This design comes from an exercise in tuning for small area and a short achievable clock period on the open sky130 flow, not from production work.
At most, simulation tests tie the RTL to the original design; equivalence was not proved.
Power is estimated from default activity; no workload was simulated.

==> run X <==
## adc_correct
module adc_correct (
    input  wire        clk,
    input  wire        rst,           
    input  wire        cfg_we,
    input  wire [4:0]  cfg_addr,      
    input  wire [31:0] cfg_wdata,
    input  wire        swap,          
    output wire        active_half,
    input  wire        in_valid,
    input  wire [15:0] in_code,
    output reg         out_valid,
    output reg  [23:0] out_sample,
    output reg         out_sat
);
clock: 22.0 ns
lec_check: 0
cap_margin: 20
core_margin: 2
core_utilization: 40
slew_margin: 20
standard.sh (not shown) runs the stock make flow with config.mk's settings and CLKGATE_MAP_FILE= SYNTH_SCRIPT=/design/flow/synth_recipe.tcl, a recipe that flattens the netlist after the stock synthesis.
==> flow/flow/run.sh <==
#!/bin/bash
set -euo pipefail
cd "$(dirname "$0")/.."
bash standard.sh SETUP_SLACK_MARGIN=16 finish > standard_flow.log 2>&1
==> run R: changes against run X <==
--- a/flow/design.v
+++ b/flow/design.v
@@ -11,81 +11,102 @@
     output reg         out_valid,
     output reg  [23:0] out_sample,
     output reg         out_sat
 );
     reg        half;                      
+    reg        half_n;                    
     assign active_half = half;
-    wire       gain_ok = |cfg_wdata[23:0];      
-    wire       we0 = cfg_we & half;             
-    wire       we1 = cfg_we & ~half;
-    wire       wo0 = we0 & (cfg_addr == 5'd0);
-    wire       wo1 = we1 & (cfg_addr == 5'd0);
-    wire       wg0 = we0 & (cfg_addr == 5'd1) & gain_ok;
-    wire       wg1 = we1 & (cfg_addr == 5'd1) & gain_ok;
+    reg        w_we;
+    reg        w_h1;                            
+    reg [4:0]  w_addr;
+    reg [31:0] w_data;
+    always @(posedge clk) begin
+        w_we   <= cfg_we & ~rst;
+        w_h1   <= half_n;
+        w_addr <= cfg_addr;
+        w_data <= cfg_wdata;
+    end
+    wire       gain_ok = |w_data[23:0];         
+    wire       we0 = w_we & ~w_h1;
+    wire       we1 = w_we & w_h1;
+    wire       wo0 = we0 & (w_addr == 5'd0);
+    wire       wo1 = we1 & (w_addr == 5'd0);
+    wire       wg0 = we0 & (w_addr == 5'd1) & gain_ok;
+    wire       wg1 = we1 & (w_addr == 5'd1) & gain_ok;
     wire [15:0] wl0, wl1;
     genvar gi;
     generate
         for (gi = 0; gi < 16; gi = gi + 1) begin : g_wdec
-            assign wl0[gi] = we0 & (cfg_addr == gi + 2);
-            assign wl1[gi] = we1 & (cfg_addr == gi + 2);
+            assign wl0[gi] = we0 & (w_addr == gi + 2);
+            assign wl1[gi] = we1 & (w_addr == gi + 2);
         end
     endgenerate
     reg [23:0] ofs_t0, ofs_t1, gain_t0, gain_t1;
     reg        ofs_id0, ofs_id1, gain_id0, gain_id1;    
     reg [15:0] lin_id0, lin_id1;
     always @(posedge clk) begin
         if (rst) begin
             half <= 1'b0;
+            half_n <= 1'b1;
             ofs_id0 <= 1'b1; ofs_id1 <= 1'b1;
             gain_id0 <= 1'b1; gain_id1 <= 1'b1;
             lin_id0 <= 16'hFFFF; lin_id1 <= 16'hFFFF;
         end else begin
             if (swap) half <= ~half;
+            if (swap) half_n <= ~half_n;
             if (wo0) ofs_id0 <= 1'b0;
             if (wo1) ofs_id1 <= 1'b0;
             if (wg0) gain_id0 <= 1'b0;
             if (wg1) gain_id1 <= 1'b0;
             lin_id0 <= lin_id0 & ~wl0;
             lin_id1 <= lin_id1 & ~wl1;
         end
     end
     always @(posedge clk) begin
-        if (wo0) ofs_t0 <= cfg_wdata[23:0];
-        if (wo1) ofs_t1 <= cfg_wdata[23:0];
-        if (wg0) gain_t0 <= cfg_wdata[23:0];
-        if (wg1) gain_t1 <= cfg_wdata[23:0];
+        if (wo0) ofs_t0 <= w_data[23:0];
+        if (wo1) ofs_t1 <= w_data[23:0];
+        if (wg0) gain_t0 <= w_data[23:0];
+        if (wg1) gain_t1 <= w_data[23:0];
     end
     reg [31:0] lin_t0 [0:15];
     reg [31:0] lin_t1 [0:15];
     generate
         for (gi = 0; gi < 16; gi = gi + 1) begin : g_lin
             always @(posedge clk) begin
-                if (wl0[gi]) lin_t0[gi] <= cfg_wdata;
-                if (wl1[gi]) lin_t1[gi] <= cfg_wdata;
+                if (wl0[gi]) lin_t0[gi] <= w_data;
+                if (wl1[gi]) lin_t1[gi] <= w_data;
             end
         end
     endgenerate
-    wire [3:0]  q_in = {~in_code[15], in_code[14:12]};
-    wire [15:0] qd_in;
+    reg        a1_valid;
+    reg [15:0] a1_code;
+    reg        a1_hn;                 
+    always @(posedge clk) begin
+        a1_valid <= ~rst & in_valid;
+        a1_code  <= in_code;
+        a1_hn    <= half_n;
+    end
+    wire [3:0]  q_a1 = {~a1_code[15], a1_code[14:12]};
+    wire [15:0] qd_a1;
     generate
         for (gi = 0; gi < 16; gi = gi + 1) begin : g_qdec
-            assign qd_in[gi] = (q_in == gi);
+            assign qd_a1[gi] = (q_a1 == gi);
         end
     endgenerate
     reg        a_valid;
     reg [15:0] a_code;
     reg [15:0] a_lsel0, a_lsel1;      
     reg [1:0]  a_osel, a_gsel;        
     reg        a_gid;                 
     always @(posedge clk) begin
-        a_valid <= ~rst & in_valid;
-        a_code  <= in_code;
-        a_lsel0 <= qd_in & {16{~half}} & ~lin_id0;
-        a_lsel1 <= qd_in & {16{half}}  & ~lin_id1;
-        a_osel  <= {half & ~ofs_id1, ~half & ~ofs_id0};
-        a_gsel  <= {half & ~gain_id1, ~half & ~gain_id0};
-        a_gid   <= half ? gain_id1 : gain_id0;
+        a_valid <= ~rst & a1_valid;
+        a_code  <= a1_code;
+        a_lsel0 <= qd_a1 & {16{a1_hn}}  & ~lin_id0;
+        a_lsel1 <= qd_a1 & {16{~a1_hn}} & ~lin_id1;
+        a_osel  <= {~a1_hn & ~ofs_id1, a1_hn & ~ofs_id0};
+        a_gsel  <= {~a1_hn & ~gain_id1, a1_hn & ~gain_id0};
+        a_gid   <= a1_hn ? gain_id0 : gain_id1;
     end
     reg  [31:0] lin;
     integer k;
     always @(*) begin
         lin = 32'd0;
@@ -93,11 +114,16 @@
             lin = lin | ({32{a_lsel0[k]}} & lin_t0[k]) | ({32{a_lsel1[k]}} & lin_t1[k]);
     end
     wire [23:0] ofs  = ({24{a_osel[0]}} & ofs_t0)  | ({24{a_osel[1]}} & ofs_t1);
     wire [23:0] gain = ({24{a_gsel[0]}} & gain_t0) | ({24{a_gsel[1]}} & gain_t1)
                      | {1'b0, a_gid, 22'd0};
-    wire signed [25:0] base = $signed({a_code, 8'd0}) + $signed(lin[15:0]) - $signed(ofs);
+    wire [25:0] op_r = {{2{a_code[15]}}, a_code, 8'd0};
+    wire [25:0] op_d = {{10{lin[15]}}, lin[15:0]};
+    wire [25:0] op_o = ~{{2{ofs[23]}}, ofs};
+    wire [25:0] cs_s = op_r ^ op_d ^ op_o;
+    wire [25:0] cs_c = (op_r & op_d) | (op_r & op_o) | (op_d & op_o);
+    wire [25:0] base = cs_s + {cs_c[24:0], 1'b1};
     wire        rail = (a_code == 16'h7FFF) || (a_code == 16'h8000);
     reg        b_valid;
     reg [25:0] b_base;
     reg [15:0] b_ls;
     reg [23:0] b_gain;
==> flow/flow/run.sh (replaced) <==
#!/bin/bash
# The standard layout (standard.sh, unchanged synthesis) with two changes to
# how the layout is optimised; the constraints and clock are the standard flow's own:
#  - repair_timing keeps 16 ns of extra setup slack (sizes for a ~6 ns period)
#  - the port buffers are buf_4 cells instead of the resizer's default pick
set -euo pipefail
cd "$(dirname "$0")/.."
bash standard.sh SETUP_SLACK_MARGIN=16 "BUFFER_PORTS_ARGS=-buffer_cell sky130_fd_sc_hd__buf_4" finish > standard_flow.log 2>&1
Settings changed: ABC_CLOCK_PERIOD_IN_PS set to 5000.
==> run H: changes against run X <==
--- a/flow/design.v
+++ b/flow/design.v
@@ -11,14 +11,15 @@
     output reg         out_valid,
     output reg  [23:0] out_sample,
     output reg         out_sat
 );
     reg        half;                      
+    reg        half_n;                    
     assign active_half = half;
     wire       gain_ok = |cfg_wdata[23:0];      
-    wire       we0 = cfg_we & half;             
-    wire       we1 = cfg_we & ~half;
+    wire       we0 = cfg_we & ~half_n;          
+    wire       we1 = cfg_we & half_n;
     wire       wo0 = we0 & (cfg_addr == 5'd0);
     wire       wo1 = we1 & (cfg_addr == 5'd0);
     wire       wg0 = we0 & (cfg_addr == 5'd1) & gain_ok;
     wire       wg1 = we1 & (cfg_addr == 5'd1) & gain_ok;
     wire [15:0] wl0, wl1;
@@ -33,15 +34,17 @@
     reg        ofs_id0, ofs_id1, gain_id0, gain_id1;    
     reg [15:0] lin_id0, lin_id1;
     always @(posedge clk) begin
         if (rst) begin
             half <= 1'b0;
+            half_n <= 1'b1;
             ofs_id0 <= 1'b1; ofs_id1 <= 1'b1;
             gain_id0 <= 1'b1; gain_id1 <= 1'b1;
             lin_id0 <= 16'hFFFF; lin_id1 <= 16'hFFFF;
         end else begin
             if (swap) half <= ~half;
+            if (swap) half_n <= ~half_n;
             if (wo0) ofs_id0 <= 1'b0;
             if (wo1) ofs_id1 <= 1'b0;
             if (wg0) gain_id0 <= 1'b0;
             if (wg1) gain_id1 <= 1'b0;
             lin_id0 <= lin_id0 & ~wl0;
@@ -77,15 +80,15 @@
     reg [1:0]  a_osel, a_gsel;        
     reg        a_gid;                 
     always @(posedge clk) begin
         a_valid <= ~rst & in_valid;
         a_code  <= in_code;
-        a_lsel0 <= qd_in & {16{~half}} & ~lin_id0;
-        a_lsel1 <= qd_in & {16{half}}  & ~lin_id1;
-        a_osel  <= {half & ~ofs_id1, ~half & ~ofs_id0};
-        a_gsel  <= {half & ~gain_id1, ~half & ~gain_id0};
-        a_gid   <= half ? gain_id1 : gain_id0;
+        a_lsel0 <= qd_in & {16{half_n}}  & ~lin_id0;
+        a_lsel1 <= qd_in & {16{~half_n}} & ~lin_id1;
+        a_osel  <= {~half_n & ~ofs_id1, half_n & ~ofs_id0};
+        a_gsel  <= {~half_n & ~gain_id1, half_n & ~gain_id0};
+        a_gid   <= half_n ? gain_id0 : gain_id1;
     end
     reg  [31:0] lin;
     integer k;
     always @(*) begin
         lin = 32'd0;
==> flow/flow/run.sh (replaced) <==
#!/bin/bash
# The standard layout (standard.sh, unchanged synthesis) with two changes to
# how the layout is optimised; the constraints and clock are the standard flow's own:
#  - repair_timing keeps 16 ns of extra setup slack (sizes for a ~6 ns period)
#  - the port buffers are buf_4 cells instead of the resizer's default pick
set -euo pipefail
cd "$(dirname "$0")/.."
bash standard.sh SETUP_SLACK_MARGIN=16 "BUFFER_PORTS_ARGS=-buffer_cell sky130_fd_sc_hd__buf_4" finish > standard_flow.log 2>&1
==> run B: changes against run X <==
--- a/flow/design.v
+++ b/flow/design.v
@@ -11,14 +11,15 @@
     output reg         out_valid,
     output reg  [23:0] out_sample,
     output reg         out_sat
 );
     reg        half;                      
+    reg        half_n;                    
     assign active_half = half;
     wire       gain_ok = |cfg_wdata[23:0];      
-    wire       we0 = cfg_we & half;             
-    wire       we1 = cfg_we & ~half;
+    wire       we0 = cfg_we & ~half_n;          
+    wire       we1 = cfg_we & half_n;
     wire       wo0 = we0 & (cfg_addr == 5'd0);
     wire       wo1 = we1 & (cfg_addr == 5'd0);
     wire       wg0 = we0 & (cfg_addr == 5'd1) & gain_ok;
     wire       wg1 = we1 & (cfg_addr == 5'd1) & gain_ok;
     wire [15:0] wl0, wl1;
@@ -33,15 +34,17 @@
     reg        ofs_id0, ofs_id1, gain_id0, gain_id1;    
     reg [15:0] lin_id0, lin_id1;
     always @(posedge clk) begin
         if (rst) begin
             half <= 1'b0;
+            half_n <= 1'b1;
             ofs_id0 <= 1'b1; ofs_id1 <= 1'b1;
             gain_id0 <= 1'b1; gain_id1 <= 1'b1;
             lin_id0 <= 16'hFFFF; lin_id1 <= 16'hFFFF;
         end else begin
             if (swap) half <= ~half;
+            if (swap) half_n <= ~half_n;
             if (wo0) ofs_id0 <= 1'b0;
             if (wo1) ofs_id1 <= 1'b0;
             if (wg0) gain_id0 <= 1'b0;
             if (wg1) gain_id1 <= 1'b0;
             lin_id0 <= lin_id0 & ~wl0;
@@ -77,15 +80,15 @@
     reg [1:0]  a_osel, a_gsel;        
     reg        a_gid;                 
     always @(posedge clk) begin
         a_valid <= ~rst & in_valid;
         a_code  <= in_code;
-        a_lsel0 <= qd_in & {16{~half}} & ~lin_id0;
-        a_lsel1 <= qd_in & {16{half}}  & ~lin_id1;
-        a_osel  <= {half & ~ofs_id1, ~half & ~ofs_id0};
-        a_gsel  <= {half & ~gain_id1, ~half & ~gain_id0};
-        a_gid   <= half ? gain_id1 : gain_id0;
+        a_lsel0 <= qd_in & {16{half_n}}  & ~lin_id0;
+        a_lsel1 <= qd_in & {16{~half_n}} & ~lin_id1;
+        a_osel  <= {~half_n & ~ofs_id1, half_n & ~ofs_id0};
+        a_gsel  <= {~half_n & ~gain_id1, half_n & ~gain_id0};
+        a_gid   <= half_n ? gain_id0 : gain_id1;
     end
     reg  [31:0] lin;
     integer k;
     always @(*) begin
         lin = 32'd0;
==> flow/flow/run.sh (replaced) <==
#!/bin/bash
# The standard layout (standard.sh, unchanged synthesis) with two changes to
# how the layout is optimised; the constraints and clock are the standard flow's own:
#  - repair_timing keeps 16 ns of extra setup slack (sizes for a ~6 ns period)
#  - the port buffers are buf_4 cells instead of the resizer's default pick
set -euo pipefail
cd "$(dirname "$0")/.."
bash standard.sh SETUP_SLACK_MARGIN=16 "BUFFER_PORTS_ARGS=-buffer_cell sky130_fd_sc_hd__buf_4" finish > standard_flow.log 2>&1
Settings changed: CTS_BUF_LIST set to sky130_fd_sc_hd__clkbuf_8.
==> qor summary <==
Result of the run: run B complete, no violations; run X complete, no violations; run R complete, no violations; run H complete, no violations
Comb pwr: run B 0.00162 W; run X 0.00171 W; run R 0.00155 W; run H 0.00162 W
Highest achievable clock rate: run B 169 MHz; run X 163 MHz; run R 176 MHz; run H 167 MHz
Post-placement setup slack: run B 15.15 ns; run X 14.50 ns; run R 15.61 ns; run H 15.15 ns
Clock root buffer: run B clkbuf_8; run X clkbuf_16; run R clkbuf_16; run H clkbuf_16
Startpoint of the tightest hold check path: run B b_rail$_DFF_P_; run X c_rail$_DFF_P_; run R c_rail$_DFF_P_; run H b_rail$_DFF_P_
Destination of the worst register-to-register timing path: run B b_base[23]$_DFF_P_; run X c_y[19]$_DFF_P_; run R c_y[19]$_DFF_P_; run H b_base[23]$_DFF_P_
Tapcells: run B 2325; run X 2325; run R 2340; run H 2325
Multi-input gate area: run B 26600 sq um; run X 26900 sq um; run R 26500 sq um; run H 26600 sq um
PD cells: run B 90.3 nW/um^2; run X 92.3 nW/um^2; run R 92.7 nW/um^2; run H 93.2 nW/um^2
Final worst path period share: run B 0.269; run X 0.279; run R 0.259; run H 0.273
Slew Limit Headroom: run B 0.340; run X 0.242; run R 0.256; run H 0.332
Pin count of the biggest net entering global routing: run B 44; run X 54; run R 54; run H 44
Met2 global-route usage: run B 0.407; run X 0.386; run R 0.413; run H 0.408
Share of post-route cells with drive strength above 1: run B 0.114; run X 0.101; run R 0.111; run H 0.101
Portion of the layout cell area used by non-clock buffers: run B 0.0215; run X 0.0292; run R 0.0236; run H 0.0219
P_clk: run B 0.00222 W; run X 0.00242 W; run R 0.00264 W; run H 0.00248 W
Vias per cell: run B 5.83; run X 5.89; run R 5.89; run H 5.89
Critical Path AT: run B 6.51 ns; run X 6.55 ns; run R 6.38 ns; run H 6.42 ns
No functional check of the RTL was part of run X, run H and run B.

[afterwards: timing with drivers on the ports]
Ports are ideal in the flow. The routed layouts listed here were re-timed in OpenROAD. Step 1 sets driving cells, clkbuf_16 on the clock port and buf_2 on the other inputs (assumed; they add their load-dependent delay and slew). Step 2, shift: input delay + t, output delay - t, t = (earliest + latest rising clock arrival at the registers) / 2. This alone moves slack from input paths to output paths. Slacks: no drivers / after step 1 / after step 2; pairs: no drivers / after step 1.
run	t (ns)	setup slack, ns	latest minus earliest clock arrival (ns)	slew at the worst register clock pin (ns)
run X	0.899	15.867 / 15.835 / 15.042	0.060 / 0.060	0.07 / 0.07
run R	0.859	16.312 / 16.244 / 16.312	0.093 / 0.093	0.07 / 0.07
run H	0.851	16.004 / 16.017 / 15.167	0.083 / 0.083	0.07 / 0.07
run B	1.012	16.090 / 16.073 / 15.078	0.135 / 0.135	0.07 / 0.07
After both steps setup and hold are still met in every run listed. The setup slack of run B, which loses most, moves by -0.017 ns with the drivers and by -1.012 ns with both steps.
